This design comes from an exercise in tuning for small area, a short achievable clock period and few clock cycles per item on the open sky130 flow, not from production work. The RTL was checked by simulation tests, not by an equivalence proof against the original design.

==> flow/design.v, too long to show whole: its modules and the start of the top module <==
// module cefu: 164 lines
// module romq_gen: 2077 lines
module cefu (
    input             clk,
    input             rst,
    input             in_valid,
    output            in_ready,
    input      [1:0]  in_op,
    input      [15:0] in_a,
    input      [15:0] in_b,
    output reg        out_valid,
    output reg [15:0] out_res,
    output reg [15:0] out_res2,
    output            out_z,
    output            out_n,
    output reg        out_v
);
  // ...
==> flow/run.sh <==
#!/bin/bash
# synth_recipe.tcl (not shown) runs the flow's synth.tcl, then flattens the netlist and writes it again
# the make line also repeats each setting of config.mk as NAME=value (left out here)
make -C /OpenROAD-flow-scripts/flow DESIGN_CONFIG=/design/flow/config.mk WORK_HOME=/design/flow/orfs CLKGATE_MAP_FILE= SYNTH_SCRIPT=/design/flow/synth_recipe.tcl finish
==> flow/config.mk <==
export PLATFORM = sky130hd
export DESIGN_NAME = cefu
export DESIGN_NICKNAME = cefu
export VERILOG_FILES = /design/flow/design.v
export SDC_FILE = /design/flow/constraint.sdc
export NUM_CORES = 4
export LEC_CHECK = 0
export ABC_AREA = 1
export CAP_MARGIN = 20
export CORE_MARGIN = 2
export CORE_UTILIZATION = 30
export PLACE_DENSITY = 0.6
export SETUP_SLACK_MARGIN = 4
export SLEW_MARGIN = 20
export SYNTH_MEMORY_MAX_BITS = 16384
==> flow/constraint.sdc <==
create_clock -name core_clock -period 12.0 [get_ports {clk}]
set_input_delay 2.4000 -clock core_clock [delete_from_list [all_inputs] [get_ports {clk}]]
set_output_delay 2.4000 -clock core_clock [all_outputs]
set_load 0.01 [all_outputs]
==> key figures, run 1 <==
Floorplan
  – Floorplan core area: approximately 58000 um2
  – # rows: 88
  – I/O pin total: 74

Synthesis
  – Syn_area_per_cell: 6.434 um2
  – Largest family of logic cells by synthesized area: simple AND/OR/NAND/NOR gates
  – Warnings from Yosys: 4
  – Seq cells post-synth: roughly 120
  – Mapped cell area: 17480 um2

Place
  – Area after DPL: approximately 19000 um2
  – Post-Place Worst Slack: 3.049 ns
  – Dpl hpwl: about 62 mm

Critical path
  – CP arrival: between 7 and 8 ns
  – Crit. End Element: register
  – Worst reg-to-reg setup slack: approximately 4.5 ns
  – Critical path class: primary input to register
  – CP peak stage delay: around 0.69 ns

STA
  – Final setup fails: 0
  – Setup_tns: 0 ns
  – Unrepaired setup endpoints after global routing: false
  – Final-report hold violation count: 0

Finish
  – Commonest non-fill, non-tap cell in the layout: nand2_1
  – Top class by area: multi-input combinational cells
  – Largest regs: e_r (23), t_r (19), d_r (17)
  – Layout area overhead: 13.52%
  – Non-Clock Inverter Count: around 430

Drt
  – First DRT Iteration DRCs: approximately 2700
  – Avg WL per Cell: around 22 um
  – Metal2 WL: 33.09 mm

CTS
  – Post-CTS Hold Fix Bufs: 0
  – Clk slew on worst S/H paths: roughly 0.060 ns
  – Root Buffer: clkbuf_16
  – Post-CTS sizing: 11
  – Clock latency on the worst-skew pair: between 0.4 and 0.5 ns

Global routing
  – Largest net degree at the start of global routing: 59
  – Vias in the first global route: ~18000
  – Gr ovfl total: 0

Run status
  – Status: no timing/DRC/antenna violations
Testbench counts, summed over its fixed seeds: cycles 13,093, ops 4,000.
==> module cefu, before the edit <==
module cefu (
    input             clk,
    input             rst,
    input             in_valid,
    output            in_ready,
    input      [1:0]  in_op,
    input      [15:0] in_a,
    input      [15:0] in_b,
    output reg        out_valid,
    output reg [15:0] out_res,
    output reg [15:0] out_res2,
    output            out_z,
    output            out_n,
    output reg        out_v
);
    localparam K   = 3;                 
    localparam NCD = (15 + K - 1) / K;        
    localparam XD  = NCD * K - 15;            
    localparam NCS = (12 + K - 1) / K;        
    localparam QW  = 15 + XD;                 
    localparam NL  = K - XD;                  
    function [15:0] lookup(input [13:0] r, input m, input n);
        reg [7:0] i;
        reg [7:0] f;
        begin
            i = m ? ~r[13:6] : r[13:6];
            f = m ? 8'd64 - {2'b00, r[5:0]} : {2'b00, r[5:0]};
            lookup = {i, n ? 8'd0 - f : f};
        end
    endfunction
    reg          busy;
    reg          sc;      
    reg          sq;      
    reg          early;   
    reg          e_zero;  
    reg          e_v;     
    reg [2:0]    cnt;
    reg [18:0]   t_r;     
    reg [16:0]   d_r;     
    reg [QW-1:0] q_r;     
    reg          neg;     
    reg          neg2;    
    reg [22:0]   e_r;     
    wire signed [8:0]  dsg = {1'b0, e_r[7:0]};
    wire signed [7:0]  fs  = d_r[7:0];
    wire signed [16:0] dfs = dsg * fs;
    wire signed [21:0] qsg = {neg, e_r[22:8] ^ {15{neg}}, 6'd0};
    wire signed [21:0] acc = qsg + dfs + (neg ? 22'sd95 : 22'sd32);
    wire [15:0] s_now = acc[21:6];
    wire [7:0]  fs2   = ((neg == neg2) ? 8'd0 - d_r[7:0] : d_r[7:0]) + (neg2 ? 8'hC0 : 8'h40);
    reg [18:0]   t_s [0:K];
    reg [14:0]   rt_s [0:K];    
    reg [QW-1:0] q_s [0:K];
    reg [16:0]   d;
    reg [19:0]   df;
    reg [16:0]   r;
    reg          ge;
    integer      k;
    always @* begin
        t_s[0]  = t_r;
        rt_s[0] = d_r[16:2];
        q_s[0]  = q_r;
        for (k = 0; k < K; k = k + 1) begin
            d  = (k == 0 || !sq) ? d_r : {rt_s[k], 2'b01};
            df = {1'b0, t_s[k]} - {3'b000, d};
            ge = !df[19];
            r  = ge ? df[16:0] : t_s[k][16:0];
            rt_s[k+1] = {rt_s[k][13:0], ge};
            if (sq) begin
                t_s[k+1] = {r, q_s[k][QW-1:QW-2]};
                q_s[k+1] = {q_s[k][QW-3:0], 2'b00};
            end else begin
                t_s[k+1] = {2'b00, r[15:0], 1'b0};
                q_s[k+1] = {q_s[k][QW-2:0], ge};
            end
        end
    end
    wire lastc = sc ? (cnt == 3'd1) : (early || cnt == (sq ? NCS - 1 : NCD - 1));
    assign in_ready = !busy || lastc;
    wire accept = in_valid && in_ready;
    assign out_n = out_res[15];
    assign out_z = (out_res == 16'd0);
    wire [15:0] abs_a  = in_a[15] ? 16'd0 - in_a : in_a;
    wire [15:0] abs_b  = in_b[15] ? 16'd0 - in_b : in_b;
    wire        i_neg  = in_a[15] ^ in_b[15];
    wire        i_bz   = (in_b == 16'd0);
    wire        i_div  = (in_op == 2'd1);
    wire        i_sqrt = in_op[1];
    wire        i_sc   = !i_div && !i_sqrt;
    wire [15:0] i_lk   = lookup(in_a[13:0], !in_a[14], in_a[15] ^ in_a[14]);
    wire [14:0]    qv  = q_s[K][QW-1:XD];
    wire [15-NL:0] qu  = {1'b0, qv[14:NL]};
    wire [NL-1:0]  ql  = qv[NL-1:0];
    wire [15:0]    qn  = (ql == {NL{1'b0}}) ? {16'd0 - {qu, {NL{1'b0}}}}
                                            : {~qu, 1'b0 - ql};
    reg  [5:0] s0_t;
    reg  [4:0] s0_d;
    reg  [3:0] s0_r;
    reg  [2:0] s0_q;
    integer    j;
    always @* begin
        s0_r = 4'd0;
        s0_q = 3'd0;
        for (j = 0; j < 3; j = j + 1) begin
            s0_t = {s0_r, in_a[14-2*j], in_a[13-2*j]};
            s0_d = {s0_q, 2'b01};
            if (s0_t >= {1'b0, s0_d}) begin
                s0_r = s0_t - {1'b0, s0_d};
                s0_q = {s0_q[1:0], 1'b1};
            end else begin
                s0_r = s0_t[3:0];
                s0_q = {s0_q[1:0], 1'b0};
            end
        end
    end
    wire [22:0] rom_e;
    romq_gen u_rom (.i(accept ? i_lk[15:8] : ~d_r[15:8]), .e(rom_e));
    always @(posedge clk) begin
        out_v    <= early && e_v;
        out_res2 <= sc ? t_r[15:0] : 16'd0;
        if (sc)
            out_res <= s_now;
        else if (early)
            out_res <= e_zero ? 16'h0000 : neg ? 16'h8000 : 16'h7FFF;
        else if (sq)
            out_res <= {1'b0, rt_s[K]};
        else
            out_res <= neg ? qn : {1'b0, qv};
        cnt <= cnt + 3'd1;
        q_r <= q_s[K];
        e_r <= rom_e;
        if (sc) begin
            t_r <= {3'b000, s_now};
            d_r <= {1'b0, ~d_r[15:8], fs2};
            neg <= neg2;
        end else begin
            t_r <= t_s[K];
            d_r <= sq ? {rt_s[K], 2'b01} : d_r;
        end
        if (accept) begin
            sc     <= i_sc;
            sq     <= i_sqrt;
            early  <= i_div ? (abs_a >= abs_b) : (i_sqrt && in_a[15]);
            e_zero <= !i_div || (i_bz && in_a == 16'd0);
            e_v    <= !i_div || i_bz || !(i_neg && abs_a == abs_b);
            cnt    <= 3'd0;
            q_r    <= {in_a[6:0], {(QW-7){1'b0}}};
            neg    <= i_sc ? in_a[15] ^ in_a[14] : i_neg;
            neg2   <= in_a[15];
            t_r    <= i_div ? {2'b00, abs_a, 1'b0} : {13'd0, s0_r, in_a[8:7]};
            d_r    <= i_div ? {1'b0, abs_b} : i_sqrt ? {12'd0, s0_q, 2'b01} : {1'b0, i_lk};
        end
        if (rst) begin
            busy      <= 1'b0;
            out_valid <= 1'b0;
        end else begin
            out_valid <= busy && lastc;
            if (accept)
                busy <= 1'b1;
            else if (lastc)
                busy <= 1'b0;
        end
    end
endmodule
==> run 2: changes to the inputs <==
--- a/flow/design.v
+++ b/flow/design.v
@@ -43,7 +43,10 @@
     reg [22:0]   e_r;     
+    reg [7:0]    fs_r;    
+    reg          ns_r;    
+    reg          s_fin;   
     wire signed [8:0]  dsg = {1'b0, e_r[7:0]};
-    wire signed [7:0]  fs  = d_r[7:0];
+    wire signed [7:0]  fs  = fs_r;
     wire signed [16:0] dfs = dsg * fs;
-    wire signed [21:0] qsg = {neg, e_r[22:8] ^ {15{neg}}, 6'd0};
-    wire signed [21:0] acc = qsg + dfs + (neg ? 22'sd95 : 22'sd32);
+    wire signed [21:0] qsg = {ns_r, e_r[22:8] ^ {15{ns_r}}, 6'd0};
+    wire signed [21:0] acc = qsg + dfs + (ns_r ? 22'sd95 : 22'sd32);
     wire [15:0] s_now = acc[21:6];
@@ -77,4 +80,4 @@
     end
-    wire lastc = sc ? (cnt == 3'd1) : (early || cnt == (sq ? NCS - 1 : NCD - 1));
-    assign in_ready = !busy || lastc;
+    wire lastc = sc || (early ? !s_fin : cnt == (sq ? NCS - 1 : NCD - 1));
+    assign in_ready = !busy || (lastc && !(sc && in_op == 2'd0));
     wire accept = in_valid && in_ready;
@@ -115,8 +118,12 @@
     end
+    wire        sc_cyc = busy && sc;
     wire [22:0] rom_e;
-    romq_gen u_rom (.i(accept ? i_lk[15:8] : ~d_r[15:8]), .e(rom_e));
+    romq_gen u_rom (.i(sc_cyc ? ~d_r[15:8] : i_lk[15:8]), .e(rom_e));
     always @(posedge clk) begin
-        out_v    <= early && e_v;
-        out_res2 <= sc ? t_r[15:0] : 16'd0;
-        if (sc)
+        out_v    <= !s_fin && early && e_v;
+        if (busy && sc)
+            out_res2 <= s_now;
+        else if (busy && lastc)
+            out_res2 <= 16'd0;
+        if (s_fin)
             out_res <= s_now;
@@ -130,8 +137,6 @@
         q_r <= q_s[K];
-        e_r <= rom_e;
-        if (sc) begin
-            t_r <= {3'b000, s_now};
-            d_r <= {1'b0, ~d_r[15:8], fs2};
-            neg <= neg2;
-        end else begin
+        e_r  <= rom_e;
+        fs_r <= sc_cyc ? fs2  : i_lk[7:0];
+        ns_r <= sc_cyc ? neg2 : in_a[15] ^ in_a[14];
+        if (!sc) begin
             t_r <= t_s[K];
@@ -155,4 +160,6 @@
             out_valid <= 1'b0;
+            s_fin     <= 1'b0;
         end else begin
-            out_valid <= busy && lastc;
+            s_fin     <= busy && sc;
+            out_valid <= s_fin || (busy && lastc && !sc);
             if (accept)
--- a/flow/config.mk
+++ b/flow/config.mk
@@ -10,4 +10,4 @@
 export CORE_MARGIN = 2
-export CORE_UTILIZATION = 30
-export PLACE_DENSITY = 0.6
+export CORE_UTILIZATION = 55
+export PLACE_DENSITY = 0.75
 export SETUP_SLACK_MARGIN = 4
==> run 2 against run 1 <==
  * Clock-buffer cell count increased by 1
  * Hold slack better by 0.023 ns
  * Routed wire length rose by 4.4%
  * Global-route usage grew 21 points
  * Register-to-register slack worse by 0.33 ns
  * Via count is 9.8% higher
  * Synthesized area rose by 3.2%
  * Largest cell class unchanged
==> key figures, run 2 <==
Global routing
  – Vias in the first global route: 19460 (was 18020)
  – Gr ovfl total: 0 (unchanged)
  – First-pass GRT wire length: 117.1 mm (was 116.2 mm)
  – Largest net degree at the start of global routing: 76 (was 59)
  – Initial antenna violation count: 4 (unchanged)
  – GRT Total Usage: 0.4600 (was 0.2548)

Finish
  – Commonest non-fill, non-tap cell in the layout: nand2_1 (unchanged)
  – Layout area overhead: 13.75% (was 13.52%)
  – Largest regs: e_r (23), t_r (19), d_r (17) (unchanged)
  – Most frequent cells in the layout: nand2_1, inv_1, nor2_1, o21ai_0, ha_1 (was nand2_1, inv_1, nor2_1, o21ai_0, nand3_1)
  – Fin cells: 3226 (was 3534)
  – Core Util, Final: 0.6325 (was 0.3440)
  – Nets: 3038 (was 3023)
  – Share of cells above drive strength 1: 0.09810 (was 0.08095)
  – Finished Cell Area: 20530 um2 (was 19850 um2)
  – Biggest register: e_r (unchanged)
  – Fillcell total: 2856 (was 6412)
  – Max FFs per register: 23 (unchanged)

Place
  – Dpl hpwl: 61.14 mm (was 61.69 mm)
  – I/O Buffers: 73 (unchanged)
  – Routability Congestion: 1.141 (was 1.061)
  – Dpl cells: 3121 (was 3466)
  – Area after DPL: 19080 um2 (was 18780 um2)

STA
  – Final period util: 0.6535 (was 0.6283)
  – Final setup fails: 0 (unchanged)
  – Crit path time final: 7.843 ns (was 7.539 ns)
  – Setup_tns: 0 ns (unchanged)
  – Worst Tran Pin Value: 1.204 ns (was 0.9560 ns)
  – Unrepaired setup endpoints after global routing: false (unchanged)
  – Fin Clk Skew: 0.01756 ns (was 0.02411 ns)
  – Final-report hold violation count: 0 (unchanged)
  – Final slew viol count: 0 (unchanged)
  – FMAX: 127.5 MHz (was 132.6 MHz)
  – Max_slew headroom: 0.1766 (was 0.3546)

Min path
  – Worst min path class: register to register (unchanged)
  – Startpoint of the worst hold path: e_v (unchanged)

Critical path
  – CP Max Fanout: 8 (was 48)
  – Most frequent CP cell: nand2_1
  – Beginning of the critical path: t_r[5] (was in_valid)
  – Worst path slowest cell: edfxtp_1 (was ha_1)
  – Critical path class: register to register (was primary input to register)
  – FF-to-FF Start: t_r[5] (was d_r[0])
  – CP arrival: 8.16 ns (was 7.81 ns)
  – Crit. End Element: register (unchanged)
  – Required time of the worst setup path: 12.32 ns (was 12.27 ns)
  – CP peak stage delay: 0.48 ns (was 0.69 ns)
  – CP startpoint kind: register (was primary input)

CTS
  – Clock latency on the worst-skew pair: 0.46 ns (about the same)
  – H-tree levels: 4 (unchanged)
  – CTS Buf Count: 17 (unchanged)
  – CTS max path bufs: 2 (unchanged)
  – CTS sink count: 129 (was 119)
  – CTS tree: yes (unchanged)
  – Root Buffer: clkbuf_16 (unchanged)
  – Post-CTS Hold Fix Bufs: 0 (unchanged)
  – Clk slew on worst S/H paths: 0.07 ns (was 0.06 ns)

Floorplan
  – Die extent in y: 185.1 um (was 245.4 um)
  – Initial core utilization: 0.5560 (was 0.3030)
  – I/O pin total: 74 (unchanged)
  – # rows: 66 (was 88)
  – Die X: 185.1 um (was 245.4 um)
  – Floorplan core area: 32450 um2 (was 57700 um2)
  – DIE AREA: 34270 um2 (was 60220 um2)

Drt
  – DRC Markers: 0 (unchanged)
  – Avg WL per Cell: 25.39 um (was 22.21 um)
  – Avg Vias per Cell: 6.657 (was 5.532)
  – Routed Antenna Nets: 0 (unchanged)
  – DRT Wirelength: 81.92 mm (was 78.47 mm)
  – Vias: 21470 (was 19550)
  – 1st-pass router iterations: 9 (was 7)
  – First DRT Iteration DRCs: 3774 (was 2705)

Synthesis
  – Mapped cell area: 18040 um2 (was 17480 um2)
  – Post-synth top area cell: ha_1 (was nand2_1)
  – Simple-gate area share of the yosys netlist: 0.2689 (was 0.2858)
  – Synth Area in Compound Gates: 0.1912 (was 0.1988)
  – Multiplexer share of the synthesized area: 0.003328 (was 0.0005726)
  – Synth Area in XOR/XNOR: 0.06019 (was 0.05110)
  – Seq/Total Area, Yosys: 0.1758 (was 0.1500)
  – Share of the synthesized area in the top cell type: 0.1213 (was 0.1355)
  – Post-synthesis cell count: 2690 (was 2717)
  – Syn Nets: 2958 (was 2986)
  – Synth Flop Type: dfxtp_1 (unchanged)
  – Top-count cell post-synth: nand2_1 (unchanged)
  – Seq cells post-synth: 129 (was 119)
  – Warnings from Yosys: 4 (unchanged)
  – Area contributors post-synth: ha_1, nand2_1, edfxtp_1 (was nand2_1, ha_1, dfxtp_1)
  – Post-synthesis adder-cell area fraction: 0.1835 (was 0.1901)
  – Number of flops mapped to enable cells by yosys: 59 (was 24)
  – Syn_area_per_cell: 6.708 um2 (was 6.434 um2)
  – Largest family of logic cells by synthesized area: simple AND/OR/NAND/NOR gates (unchanged)
  – Yosys cell types: 71 (was 73)
  – Top cells by count, synth: nand2_1, inv_1, nor2_1 (unchanged)
  – Ys async rst share: 0 (unchanged)

Flow run
  – Max Cap Viol: 0 (unchanged)

Run status
  – Status: no timing/DRC/antenna violations (unchanged)
==> run 2: changes by cell type after synthesis, moves of 12 or more <==
cell / delta
clkbuf_1: +22
xor2_1: +29
dfxtp_1: -25
nand4_1: +21
inv_1: +25
edfxtp_1: +35
a22oi_1: +15
a21oi_1: -12
nor2_2: -12
nand2_1: -76
inv_2: -18
nor2_1: +14
==> run 2: cell families (layout without fill, tap and decap cells) <==
| logic type | Yosys count | count (layout) |
|---|---|---|
| simple gates | 1097 | 1103 |
| compound gates | 559 | 559 |
| buf+inv | 544 | 631 |
| fa+ha+maj | 231 | 231 |
| flops | 129 | 129 |
| xor+xnor | 124 | 124 |
| mux | 6 | 6 |
| other cells | 0 | 1 |
==> run 2: through the flow <==
step                worst slack [ns]  hold WS (ns)
global placement               2.477        0.4824
detailed placement             2.211        0.4934
global route                   3.749        0.5025
finish                         4.157        0.4793
CTS                            4.106        0.4867
floorplan                      4.619        0.4393
==> run 2: path summary, 6_finish.rpt <==
check | to | slack (ns) | cells after the start
min reg2reg | out_v | 0.48 | 2
min | out_v | 0.48 | 2
max | out_res[14] | 4.16 | 46
max reg2reg | out_res[14] | 4.16 | 46
==> run 2: layer usage <==
metal	up-vias	wire, um	global-route usage	share of wire
li1	9154	-	-	-
met1	9917	31300	0.6041	0.38
met2	1975	32230	0.6361	0.39
met3	422	14010	0.2190	0.17
met4	6	4338	0.2010	0.053
met5	-	41	0	0.00050
==> run 2: worst max-delay path, delay by kind of cell (launching register included) <==
| kind | cells | cell delay (ns) |
|---|---|---|
| AO/OA/AOI/OAI | 16 | 2.67 |
| flip-flops | 1 | 0.48 |
| buffers and inverters | 4 | 0.54 |
| AND/OR/NAND/NOR | 19 | 2.30 |
| XOR/XNOR | 2 | 0.36 |
| adder cells (fa/ha/maj) | 5 | 1.35 |
==> run 2: timing repair <==
item / 4_1_cts / 5_1_grt
endpoints found under the setup margin: 34 / 13
gates resized for setup: 20 / 65
cloned: 3 / 3
buffers inserted: 25 / 41
hold endpoints to repair: 0 / 0
pin swaps: 9 / 32
==> run 2: layout make-up <==
type | instances | area (um2) | area share
flip-flops and latches | 129 | 3173 | 0.1546
well taps | 442 | 553.0 | 0.02694
clock buffers | 20 | 457.9 | 0.02231
multi-input cells | 2023 | 13160 | 0.6413
repair buffers | 169 | 1455 | 0.07089
clock inverters | 12 | 103.9 | 0.005059
inverters | 430 | 1617 | 0.07876
diodes | 1 | 2.502 | 0.0001219
Testbench counts of run 2, summed over its fixed seeds: cycles 12,255, ops 4,000.
==> run 3: changes to the inputs <==
--- a/flow/design.v
+++ b/flow/design.v
@@ -15,3 +15,3 @@
 );
-    localparam K   = 3;                 
+    localparam K   = 2;                 
     localparam NCD = (15 + K - 1) / K;        
--- a/flow/config.mk
+++ b/flow/config.mk
@@ -11,4 +11,6 @@
 export CORE_UTILIZATION = 55
+export CTS_BUF_LIST = sky130_fd_sc_hd__clkbuf_8
+export CTS_CLUSTER_DIAMETER = 80
+export CTS_CLUSTER_SIZE = 40
 export PLACE_DENSITY = 0.75
-export SETUP_SLACK_MARGIN = 4
 export SLEW_MARGIN = 20
==> run 3 against run 2 <==
  * Still clean on timing, DRC and antenna
  * Clock-buffer cell count decreased by 3
  * Hold slack improved by 0.0022 ns
  * Clock skew increased by 0.011 ns
  * Cell area decreased by 11%
  * Core utilization decreased by 3.3 points
  * Worst setup slack improved by 1.3 ns
  * Critical path depth decreased by 24
  * Sequential share of layout area increased by 2.0 points
==> key figures, run 3 <==
Critical path
  – Required time of the worst setup path: 12.24 ns (was 12.32 ns)
  – CP startpoint kind: register (unchanged)
  – CP Max Fanout: 39 (was 8)
  – Worst path slowest cell: nand3_2 (was edfxtp_1)
  – CP peak stage delay: 0.74 ns (was 0.48 ns)
  – Critical path class: register to register (unchanged)
  – Crit. End Element: register (unchanged)
  – CP Cell Sequence: inv_1, ha_1, a21oi_1, a21oi_1, nor2_1, nand3_2, o21ai_0, nand2_1, nand2_1, inv_1, ha_1, a21o_1, a31oi_1, o21bai_1, nand2_1, nand2_1, nand2_1, nand4_2, inv_2, nand2_1, nand3_1, nand3_1
  – CP arrival: 6.80 ns (was 8.16 ns)
  – Most frequent CP cell: nand2_1 (unchanged)

Synthesis
  – Warnings from Yosys: 4 (unchanged)
  – Yosys cell types: 61 (was 71)
  – Number of flops mapped to enable cells by yosys: 59 (unchanged)
  – Share of the synthesized area in the top cell type: 0.1484 (was 0.1213)
  – Top-count cell post-synth: nand2_1 (unchanged)
  – Syn_area_per_cell: 6.567 um2 (was 6.708 um2)
  – Post-synth top area cell: nand2_1 (was ha_1)
  – Mapped cell area: 16950 um2 (was 18040 um2)
  – Top cells by count, synth: nand2_1, inv_1, nor2_1 (unchanged)
  – Area contributors post-synth: nand2_1, ha_1, edfxtp_1 (was ha_1, nand2_1, edfxtp_1)
  – Syn Nets: 2830 (was 2958)
  – Ys async rst share: 0 (unchanged)
  – Post-synthesis cell count: 2581 (was 2690)
  – Seq/Total Area, Yosys: 0.1884 (was 0.1758)
  – Synth Flop Type: dfxtp_1 (unchanged)
  – Seq cells post-synth: 130 (was 129)

Place
  – Post-Place Worst Slack: 5.488 ns (was 2.211 ns)
  – I/O Buffers: 73 (unchanged)
  – Routability Congestion: 1.117 (was 1.141)
  – Dpl hpwl: 55.36 mm (was 61.14 mm)

Finish
  – Antenna cells: 0 (was 1)
  – Layout area overhead: 7.670% (was 13.75%)
  – Nets: 2844 (was 3038)
  – Most frequent cells in the layout: nand2_1, inv_1, nor2_1, o21ai_0, nand3_1 (was nand2_1, inv_1, nor2_1, o21ai_0, ha_1)
  – Share of cells above drive strength 1: 0.03834 (was 0.09810)
  – Max FFs per register: 23 (unchanged)
  – Commonest non-fill, non-tap cell in the layout: nand2_1 (unchanged)
  – Biggest register: e_r (unchanged)
  – Largest regs: e_r (23), t_r (19), d_r (17) (unchanged)

STA
  – Final slew viol count: 0 (unchanged)
  – Worst Tran Pin Value: 1.085 ns (was 1.204 ns)
  – Fin Clk Skew: 0.02829 ns (was 0.01756 ns)
  – Max_slew headroom: 0.2691 (was 0.1766)
  – FMAX: 152.3 MHz (was 127.5 MHz)
  – Final period util: 0.5470 (was 0.6535)
  – Final setup fails: 0 (unchanged)
  – Setup_tns: 0 ns (unchanged)
  – Crit path time final: 6.564 ns (was 7.843 ns)
  – Final worst slack: 5.436 ns (was 4.157 ns)
  – Final-report hold violation count: 0 (unchanged)
  – Unrepaired setup endpoints after global routing: false (unchanged)

Drt
  – First DRT Iteration DRCs: 3509 (was 3774)
  – DRC Markers: 0 (unchanged)
  – Avg WL per Cell: 24.04 um (was 25.39 um)
  – Routed Antenna Nets: 0 (unchanged)
  – Vias: 19620 (was 21470)
  – Avg Vias per Cell: 6.530 (was 6.657)
  – 1st-pass router iterations: 9 (unchanged)
  – DRT Wirelength: 72.22 mm (was 81.92 mm)

CTS
  – Root Buffer: clkbuf_8 (was clkbuf_16)
  – H-tree levels: 4 (unchanged)
  – CTS max path bufs: 2 (unchanged)
  – Clk slew on worst S/H paths: 0.10 ns (was 0.07 ns)
  – CTS sink count: 130 (was 129)
  – Post-CTS sizing: 0 (was 20)
  – Post-CTS Setup Bufs: 0 (was 25)
  – CTS Buf Count: 17 (unchanged)
  – Post-CTS Hold Fix Bufs: 0 (unchanged)
  – CTS tree: yes (unchanged)
  – Clock latency on the worst-skew pair: 0.49 ns (was 0.46 ns)

Global routing
  – Vias in the first global route: 18340 (was 19460)
  – Initial antenna violation count: 2 (was 4)
  – Gr ovfl total: 0 (unchanged)
  – Largest net degree at the start of global routing: 71 (was 76)
  – First-pass GRT wire length: 108.4 mm (was 117.1 mm)
  – GRT Total Usage: 0.4348 (was 0.4600)

Flow run
  – Max Cap Viol: 0 (unchanged)

Run status
  – Status: no timing/DRC/antenna violations (unchanged)

Floorplan
  – Die X: 179.5 um (was 185.1 um)
  – Initial core utilization: 0.5570 (was 0.5560)
  – # rows: 64 (was 66)
  – DIE AREA: 32240 um2 (was 34270 um2)
  – Floorplan core area: 30430 um2 (was 32450 um2)
  – I/O pin total: 74 (unchanged)
  – Die extent in y: 179.5 um (was 185.1 um)

Min path
  – Worst min path class: register to register (unchanged)
run 3: cell types whose count changed in the layout (fill, tap and decap cells not counted), sizes merged, moves of 8 or more:
cell	change
a21oi	+8
buf	-77
o21ai	-21
xor2	-32
a22oi	-9
a221oi	-10
nand3	-25
o21a	+10
inv	-39
ha	-18
nand2	+97
nor2	-28
run 3: kinds of logic after synthesis:
family	count (synthesis)	share of synthesized area
xor+xnor	99	0.05160
fa+ha+maj	212	0.1809
compound gates	506	0.1784
mux	2	0.001181
buf+inv	485	0.1134
flops	130	0.1884
simple gates	1147	0.2862
run 3: final timing paths:
check                             start      end  slack, ns  cells past startpoint
worst max-delay path            d_r[14]  t_r[16]       5.44                     22
worst min-delay path             q_r[1]   q_r[3]       0.48                      2
worst max register to register  d_r[14]  t_r[16]       5.44                     22
worst min register to register   q_r[1]   q_r[3]       0.48                      2
run 3: critical path, delay by kind of cell, from the launching register on:
kind / cells / cell delay [ns]
adders and majority gates: 2 / 0.70
and+or+nand+nor: 11 / 2.53
buffers and inverters: 3 / 0.90
AOI/OAI and AO/OA: 6 / 1.65
DFF: 1 / 0.51
run 3: layout make-up:
class,count,area [um2]
sequential,130,3193
inverter,388,1456
tap,396,495.5
fill,2837,12180
timing repair buffer,92,873.3
clock buffer,17,234.0
multi-input combinational,1966,11840
clock inverter,15,155.1
run 3: per-layer routing:
| metal | part of all wire | vias up | track usage |
|---|---|---|---|
| li1 | - | 8575 | - |
| met1 | 0.37 | 9002 | 0.5710 |
| met4 | 0.055 | 4 | 0.1993 |
| met3 | 0.16 | 338 | 0.1451 |
| met5 | 0.00040 | - | 0 |
| met2 | 0.41 | 1698 | 0.6469 |
run 3: through the flow:
stage | cell area [um2] | util | hold WS [ns] | instances
after detailed placement | 17860 | 0.5869 | 0.4698 | 2972
after global routing | 18250 | 0.5997 | 0.5062 | 3004
after floorplan | 16950 | - | 0.4285 | 2581
after CTS | 18250 | 0.5997 | 0.4796 | 3004
final | 18250 | 0.5997 | 0.4815 | 3004
after global placement | 17860 | 0.5869 | 0.4594 | 2972
Testbench counts of run 3, summed over its fixed seeds: cycles 17,570, ops 4,000.
==> run 4: changes to the inputs <==
--- a/flow/design.v
+++ b/flow/design.v
@@ -15,3 +15,3 @@
 );
-    localparam K   = 2;                 
+    localparam K   = 3;                 
     localparam NCD = (15 + K - 1) / K;        
@@ -93,7 +93,15 @@
     wire [15:0] i_lk   = lookup(in_a[13:0], !in_a[14], in_a[15] ^ in_a[14]);
-    wire [14:0]    qv  = q_s[K][QW-1:XD];
-    wire [15-NL:0] qu  = {1'b0, qv[14:NL]};
-    wire [NL-1:0]  ql  = qv[NL-1:0];
-    wire [15:0]    qn  = (ql == {NL{1'b0}}) ? {16'd0 - {qu, {NL{1'b0}}}}
-                                            : {~qu, 1'b0 - ql};
+    wire [14:0] qv = q_s[K][QW-1:XD];
+    wire [15:0] qres;
+    generate
+        if (XD == 0) begin : g_spec
+            wire [15:0] x0 = {1'b0, q_s[K-1][13:0], 1'b0};
+            wire [15:0] x1 = {1'b0, q_s[K-1][13:0], 1'b1};
+            wire [15:0] r0 = neg ? 16'd0 - x0 : x0;
+            wire [15:0] r1 = neg ? 16'd0 - x1 : x1;
+            assign qres = q_s[K][0] ? r1 : r0;
+        end else begin : g_direct
+            assign qres = neg ? 16'd0 - {1'b0, qv} : {1'b0, qv};
+        end
+    endgenerate
     reg  [5:0] s0_t;
@@ -134,3 +142,3 @@
         else
-            out_res <= neg ? qn : {1'b0, qv};
+            out_res <= qres;
         cnt <= cnt + 3'd1;
--- a/flow/config.mk
+++ b/flow/config.mk
@@ -10,7 +10,6 @@
 export CORE_MARGIN = 2
-export CORE_UTILIZATION = 55
+export CORE_UTILIZATION = 30
 export CTS_BUF_LIST = sky130_fd_sc_hd__clkbuf_8
-export CTS_CLUSTER_DIAMETER = 80
-export CTS_CLUSTER_SIZE = 40
-export PLACE_DENSITY = 0.75
+export PLACE_DENSITY = 0.6
+export SETUP_SLACK_MARGIN = 5
 export SLEW_MARGIN = 20
==> run 4 against run 3 <==
  * Via count increased by 1.1%
  * Critical endpoint is now e_r[19]
  * Largest cell class unchanged
  * Still clean
  * Routed wire length grew 12%
==> key figures, run 4 <==
Run status
  – Status: no timing/DRC/antenna violations (unchanged)

Place
  – I/O Buffers: 73 (unchanged)
  – Dpl hpwl: 62.34 mm (was 55.36 mm)
  – Routability Congestion: 1.042 (was 1.117)

Finish
  – Nets: 3088 (was 2844)
  – Most frequent cells in the layout: nand2_1, inv_1, nor2_1, o21ai_0, nand3_1 (unchanged)
  – Largest regs: e_r (23), t_r (19), d_r (17) (unchanged)
  – Max FFs per register: 23 (unchanged)
  – Biggest register: e_r (unchanged)
  – Commonest non-fill, non-tap cell in the layout: nand2_1 (unchanged)
  – Fillcell total: 6540 (was 2837)
  – Core Util, Final: 0.3447 (was 0.5997)
  – Share of cells above drive strength 1: 0.07407 (was 0.03834)
  – Layout area overhead: 13.18% (was 7.670%)

CTS
  – Root Buffer: clkbuf_8 (unchanged)
  – Clock latency on the worst-skew pair: 0.51 ns (was 0.49 ns)
  – CTS tree: yes (unchanged)
  – CTS sink count: 129 (was 130)
  – Clk slew on worst S/H paths: 0.09 ns (was 0.10 ns)
  – Post-CTS Hold Fix Bufs: 0 (unchanged)
  – CTS max path bufs: 2 (unchanged)
  – CTS Buf Count: 17 (unchanged)
  – H-tree levels: 4 (unchanged)

STA
  – Worst Tran Pin Value: 1.035 ns (was 1.085 ns)
  – Final slew viol count: 0 (unchanged)
  – Final period util: 0.5731 (was 0.5470)
  – Setup_tns: 0 ns (unchanged)
  – FMAX: 145.4 MHz (was 152.3 MHz)
  – Final-report hold violation count: 0 (unchanged)
  – Final setup fails: 0 (unchanged)
  – Unrepaired setup endpoints after global routing: false (unchanged)
  – Max_slew headroom: 0.3089 (was 0.2691)
  – Fin Clk Skew: 0.02642 ns (was 0.02829 ns)
  – Crit path time final: 6.877 ns (was 6.564 ns)
  – WHS: 0.4729 ns (was 0.4815 ns)

Min path
  – Worst min path class: register to register (unchanged)
  – Startpoint of the worst hold path: e_v (was q_r[1])

Global routing
  – GRT Total Usage: 0.2524 (was 0.4348)
  – Gr ovfl total: 0 (unchanged)
  – First-pass GRT wire length: 119.6 mm (was 108.4 mm)
  – Largest net degree at the start of global routing: 70 (was 71)
  – Initial antenna violation count: 1 (was 2)
  – Vias in the first global route: 18850 (was 18340)

Floorplan
  – DIE AREA: 62130 um2 (was 32240 um2)
  – Die X: 249.3 um (was 179.5 um)
  – # rows: 89 (was 64)
  – I/O pin total: 74 (unchanged)
  – Floorplan core area: 59240 um2 (was 30430 um2)
  – Die extent in y: 249.3 um (was 179.5 um)
  – Initial core utilization: 0.3046 (was 0.5570)

Critical path
  – Critical path class: primary input to register (was register to register)
  – Crit. End Element: register (unchanged)
  – Required time of the worst setup path: 12.39 ns (was 12.24 ns)
  – CP Max Fanout: 35 (was 39)
  – Beginning of the critical path: in_a[14] (was d_r[14])
  – FF-to-FF Start: d_r[2] (was d_r[14])
  – CP startpoint kind: primary input (was register)
  – CP arrival: 7.26 ns (was 6.80 ns)

Synthesis
  – Seq cells post-synth: 129 (was 130)
  – Number of flops mapped to enable cells by yosys: 59 (unchanged)
  – Seq/Total Area, Yosys: 0.1758 (was 0.1884)
  – Post-synthesis cell count: 2768 (was 2581)
  – Ys async rst share: 0 (unchanged)
  – Top-count cell post-synth: nand2_1 (unchanged)
  – Yosys cell types: 63 (was 61)
  – Top cells by count, synth: nand2_1, inv_1, nor2_1 (unchanged)
  – Mapped cell area: 18040 um2 (was 16950 um2)
  – Warnings from Yosys: 4 (unchanged)
  – Synth Flop Type: dfxtp_1 (unchanged)
  – Area contributors post-synth: nand2_1, ha_1, edfxtp_1 (unchanged)
  – Share of the synthesized area in the top cell type: 0.1288 (was 0.1484)
  – Post-synth top area cell: nand2_1 (unchanged)
  – Syn_area_per_cell: 6.519 um2 (was 6.567 um2)
  – Syn Nets: 3034 (was 2830)

Drt
  – 1st-pass router iterations: 6 (was 9)
  – Avg WL per Cell: 22.47 um (was 24.04 um)
  – Routed Antenna Nets: 0 (unchanged)
  – First DRT Iteration DRCs: 2253 (was 3509)
  – Avg Vias per Cell: 5.494 (was 6.530)
  – Vias: 19830 (was 19620)
  – DRT Wirelength: 81.10 mm (was 72.22 mm)
  – DRC Markers: 0 (unchanged)

Flow run
  – Max Cap Viol: 0 (unchanged)
[run 4: worst max-delay path, cell delays in order]
cell and delay (ns):
clkdlybuf4s50_1 0.84, xor2_1 0.31, inv_1 0.11, nand2_1 0.06, o21ai_2 0.07, buf_4 0.47
clkinv_1 0.20, buf_4 0.33, nand2_1 0.13, buf_4 0.33, inv_1 0.53, nor2_1 0.44
inv_1 0.22, a21oi_1 0.22, nor2_1 0.10, o21ai_1 0.12, o41ai_1 0.10, a32o_1 0.24
[run 4: cell type report]
cell class	instances	area (um2)	share of cell area
Multi-Input combinational cell	2097	13040	0.6386
Inverter	439	1678	0.08215
Clock inverter	15	106.4	0.005207
Clock buffer	17	234.0	0.01146
Timing Repair inverter	2	12.51	0.0006126
Tap cell	773	967.2	0.04736
Timing Repair Buffer	136	1207	0.05912
Antenna cell	1	2.502	0.0001225
Sequential cell	129	3173	0.1554
[run 4: kinds of logic after synthesis]
logic type      Yosys count  share of synthesized area
simple gates           1139                     0.2664
compound gates          604                     0.1984
buf+inv                 546                     0.1183
fa+ha+maj               229                     0.1821
flops                   129                     0.1758
xor+xnor                117                    0.05679
mux                       4                   0.002219
[run 4: per-layer routing]
layer	track usage	wire length, um	part of all wire	up-vias
li1	-	-	-	9296
met3	0.05287	8550	0.11	204
met5	0	0	0	-
met1	0.3470	35000	0.43	9242
met2	0.3767	33830	0.42	1086
met4	0.1158	3717	0.046	0
[run 4: path summary, 6_finish.rpt]
path	to	slack, ns	cells past startpoint
setup reg to reg	t_r[14]	5.26	37
hold reg to reg	out_v	0.47	2
hold / removal	out_v	0.47	2
setup / recovery	e_r[19]	5.12	18
[run 4: metrics by stage]
| step | instances | setup WS, ns | instance area (um2) |
|---|---|---|---|
| 2_1_floorplan | 2768 | 6.243 | 18040 |
| 3_3_place_gp | 3532 | 3.711 | 19450 |
| 3_5_place_dp | 3532 | 3.742 | 19450 |
| 4_1_cts | 3582 | 5.000 | 20020 |
| 5_1_grt | 3609 | 4.959 | 20420 |
| 6_report | 3609 | 5.123 | 20420 |
[run 4: repair_timing]
item,CTS,global route
endpoints found under the setup margin,36,36
buffers inserted,14,24
cloned,4,2
resized for setup,35,58
pin swaps,1,15
Testbench counts of run 4, summed over its fixed seeds: cycles 12,255, ops 4,000.
==> run 5: changes to the inputs <==
--- a/flow/config.mk
+++ b/flow/config.mk
@@ -13,3 +13,2 @@
 export PLACE_DENSITY = 0.6
-export SETUP_SLACK_MARGIN = 5
 export SLEW_MARGIN = 20
==> run 5 against run 4 <==
  * Worst setup slack worse by 1.5 ns
  * Highest routed layer unchanged
  * Critical endpoint is now t_r[7]
  * Via count decreased by 1.4%
  * Still clean on timing, DRC and antenna
  * Synthesized cell count is the same
  * Largest cell class unchanged
==> key figures, run 5 <==
Drt
  – First DRT Iteration DRCs: 2139 (was 2253)
  – Avg Vias per Cell: 5.482 (was 5.494)
  – DRT Wirelength: 79.24 mm (was 81.10 mm)
  – Routed Antenna Nets: 0 (unchanged)
  – DRC Markers: 0 (unchanged)
  – Vias: 19550 (was 19830)
  – Avg WL per Cell: 22.22 um (was 22.47 um)
  – 1st-pass router iterations: 9 (was 6)

CTS
  – Post-CTS Setup Bufs: 0 (was 14)
  – Clock latency on the worst-skew pair: 0.50 ns (was 0.51 ns)
  – CTS sink count: 129 (unchanged)
  – Post-CTS sizing: 0 (was 35)
  – Clk slew on worst S/H paths: 0.09 ns (about the same)
  – Post-CTS Hold Fix Bufs: 0 (unchanged)
  – CTS Buf Count: 17 (unchanged)
  – Root Buffer: clkbuf_8 (unchanged)
  – CTS max path bufs: 2 (unchanged)
  – CTS tree: yes (unchanged)
  – H-tree levels: 4 (unchanged)

Synthesis
  – Synth Flop Type: dfxtp_1 (unchanged)
  – Post-synthesis cell count: 2768 (unchanged)
  – Seq cells post-synth: 129 (unchanged)
  – Number of flops mapped to enable cells by yosys: 59 (unchanged)
  – Post-synth top area cell: nand2_1 (unchanged)
  – Largest family of logic cells by synthesized area: simple AND/OR/NAND/NOR gates (unchanged)
  – Ys async rst share: 0 (unchanged)
  – Seq/Total Area, Yosys: 0.1758 (unchanged)
  – Yosys cell types: 63 (unchanged)
  – Mapped cell area: 18040 um2 (unchanged)
  – Share of the synthesized area in the top cell type: 0.1288 (unchanged)
  – Top cells by count, synth: nand2_1, inv_1, nor2_1 (unchanged)
  – Post-synthesis adder-cell area fraction: 0.1821 (unchanged)
  – Syn Nets: 3034 (unchanged)
  – Area contributors post-synth: nand2_1, ha_1, edfxtp_1 (unchanged)
  – Multiplexer share of the synthesized area: 0.002219 (unchanged)
  – Simple-gate area share of the yosys netlist: 0.2664 (unchanged)
  – Syn_area_per_cell: 6.519 um2 (unchanged)
  – Synth Area in XOR/XNOR: 0.05679 (unchanged)
  – Top-count cell post-synth: nand2_1 (unchanged)
  – Warnings from Yosys: 4 (unchanged)
  – Synth Area in Compound Gates: 0.1984 (unchanged)

Floorplan
  – DIE AREA: 62130 um2 (unchanged)
  – I/O pin total: 74 (unchanged)
  – Die extent in y: 249.3 um (unchanged)
  – # rows: 89 (unchanged)
  – Die X: 249.3 um (unchanged)
  – Initial core utilization: 0.3046 (unchanged)
  – Floorplan core area: 59240 um2 (unchanged)

Place
  – Routability Congestion: 1.042 (unchanged)
  – Dpl cells: 3532 (unchanged)
  – Dpl hpwl: 62.34 mm (unchanged)
  – I/O Buffers: 73 (unchanged)
  – Area after DPL: 19450 um2 (unchanged)

Finish
  – Nets: 3044 (was 3088)
  – Fin cells: 3566 (was 3609)
  – Commonest non-fill, non-tap cell in the layout: nand2_1 (unchanged)
  – Largest regs: e_r (23), t_r (19), d_r (17) (unchanged)
  – Most frequent cells in the layout: nand2_1, inv_1, nor2_1, o21ai_0, ha_1 (was nand2_1, inv_1, nor2_1, o21ai_0, nand3_1)
  – Max FFs per register: 23 (unchanged)
  – Finished Cell Area: 19800 um2 (was 20420 um2)
  – Biggest register: e_r (unchanged)
  – Layout area overhead: 9.742% (was 13.18%)
  – Share of cells above drive strength 1: 0.04156 (was 0.07407)

Global routing
  – GR Util met3: 0.05152 (was 0.05287)
  – GRT Total Usage: 0.2487 (was 0.2524)
  – GR Layer Usage met1: 0.3457 (was 0.3470)
  – M2 GR Usage: 0.3714 (was 0.3767)
  – Vias in the first global route: 18600 (was 18850)
  – Largest net degree at the start of global routing: 70 (unchanged)
  – Gr ovfl total: 0 (unchanged)
  – Initial antenna violation count: 1 (unchanged)
  – Gr busiest metal: met2 (unchanged)
  – First-pass GRT wire length: 118.0 mm (was 119.6 mm)

Min path
  – Startpoint of the worst hold path: e_v (unchanged)
  – Worst min path class: register to register (unchanged)

STA
  – Final period util: 0.7007 (was 0.5731)
  – FMAX: 118.9 MHz (was 145.4 MHz)
  – Final-report hold violation count: 0 (unchanged)
  – Unrepaired setup endpoints after global routing: false (unchanged)
  – Fin Clk Skew: 0.02654 ns (was 0.02642 ns)
  – Final setup fails: 0 (unchanged)
  – Final slew viol count: 0 (unchanged)
  – Setup_tns: 0 ns (unchanged)
  – Worst Tran Pin Value: 1.014 ns (was 1.035 ns)
  – Max_slew headroom: 0.3233 (was 0.3089)
  – Crit path time final: 8.409 ns (was 6.877 ns)

Critical path
  – CP Max Fanout: 24 (was 35)
  – Most frequent CP cell: nand2_1
  – Worst path slowest cell: edfxtp_1 (was clkdlybuf4s50_1)
  – R2r endpoint: t_r[7] (was t_r[14])
  – Crit. End Element: register (unchanged)
  – CP endpoint: t_r[7] (was e_r[19])
  – Required time of the worst setup path: 12.22 ns (was 12.39 ns)
  – FF-to-FF Start: d_r[7] (was d_r[2])
  – CP arrival: 8.63 ns (was 7.26 ns)
  – Worst R2R Path Depth: 40 (was 37)
  – Worst reg-to-reg setup slack: 3.59 ns (was 5.26 ns)
  – Critical path class: register to register (was primary input to register)
  – CP startpoint kind: register (was primary input)
  – Beginning of the critical path: d_r[7] (was in_a[14])
  – CP peak stage delay: 0.55 ns (was 0.84 ns)

Flow run
  – Max Cap Viol: 0 (unchanged)

Run status
  – Status: no timing/DRC/antenna violations (unchanged)
run 5: worst min path at each step:
stage / end / slack (ns) / cells past startpoint
3_5_place_dp: out_v / 0.47 / 2
4_1_cts: out_v / 0.48 / 2
6_report: out_v / 0.48 / 2
2_1_floorplan: q_r[5] / 0.43 / 2
5_1_grt: q_r[5] / 0.51 / 2
3_3_place_gp: out_v / 0.45 / 2
run 5: logic make-up (layout without fill, tap and decap cells):
kind of cell,count (synthesis),after routing
compound gates,604,604
xor+xnor,117,117
fa+ha+maj,229,229
buf+inv,546,569
flops,129,129
mux,4,4
other cells,0,2
simple gates,1139,1139
run 5: stage by stage:
step | hold WS (ns) | utilization | setup slack, ns
final | 0.4828 | 0.3343 | 3.591
after global routing | 0.5114 | 0.3342 | 2.869
after CTS | 0.4829 | 0.3341 | 3.715
after detailed placement | 0.4692 | 0.3284 | 3.742
after global placement | 0.4488 | 0.3284 | 3.711
after floorplan | 0.4299 | - | 6.243
run 5: layout make-up:
class,count,area [um2]
diodes,2,5.005
clock buffers,17,234.0
clock inverters,15,106.4
fillers,6589,39440
inverters,439,1650
multi-input cells,2093,12750
flip-flops and latches,129,3173
well taps,773,967.2
repair buffers,98,918.4
run 5: worst max-delay path, delay by kind of cell, from the launching register on:
| kind | cells | cell delay (ns) |
|---|---|---|
| buffers and inverters | 10 | 1.85 |
| DFF | 1 | 0.55 |
| AOI/OAI and AO/OA | 10 | 2.08 |
| adders and majority gates | 3 | 1.13 |
| and+or+nand+nor | 17 | 2.49 |
run 5: routing by layer:
layer	wire length, um	vias up
li1	-	9201
met1	35520	9183
met2	32920	971
met3	7298	194
met4	3499	0
met5	0	-

## afterwards: timing with drivers on the ports
No port has a modelled driver above. Below, the same layouts with a new extraction and two added sets of constraints.
Step 1 assumes that a clkbuf_16 drives the clock port and a buf_2 every other input.
Step 2 times the ports against the registers' clock, not the clock port: input delays grow and output delays shrink by t, the midpoint of the rising clock arrivals with the driver on.
Three values: ideal ports, drivers, drivers and shift; two values: the first two.
| run | t (ns) | slack for setup (ns) | latest minus earliest clock arrival (ns) |
|---|---|---|---|
| run 1 | 0.494 | 4.461 / 4.486 / 3.995 | 0.024 / 0.024 |
| run 2 | 0.500 | 4.157 / 4.157 / 4.157 | 0.017 / 0.017 |
| run 3 | 0.524 | 5.436 / 5.425 / 5.425 | 0.029 / 0.029 |
| run 4 | 0.546 | 5.123 / 5.127 / 4.596 | 0.031 / 0.031 |
| run 5 | 0.538 | 3.591 / 3.591 / 3.591 | 0.027 / 0.027 |
After both steps every run listed still meets setup and hold. For run 4, which loses most, drivers alone change the setup slack by +0.004 ns; drivers and shift together by -0.527 ns.
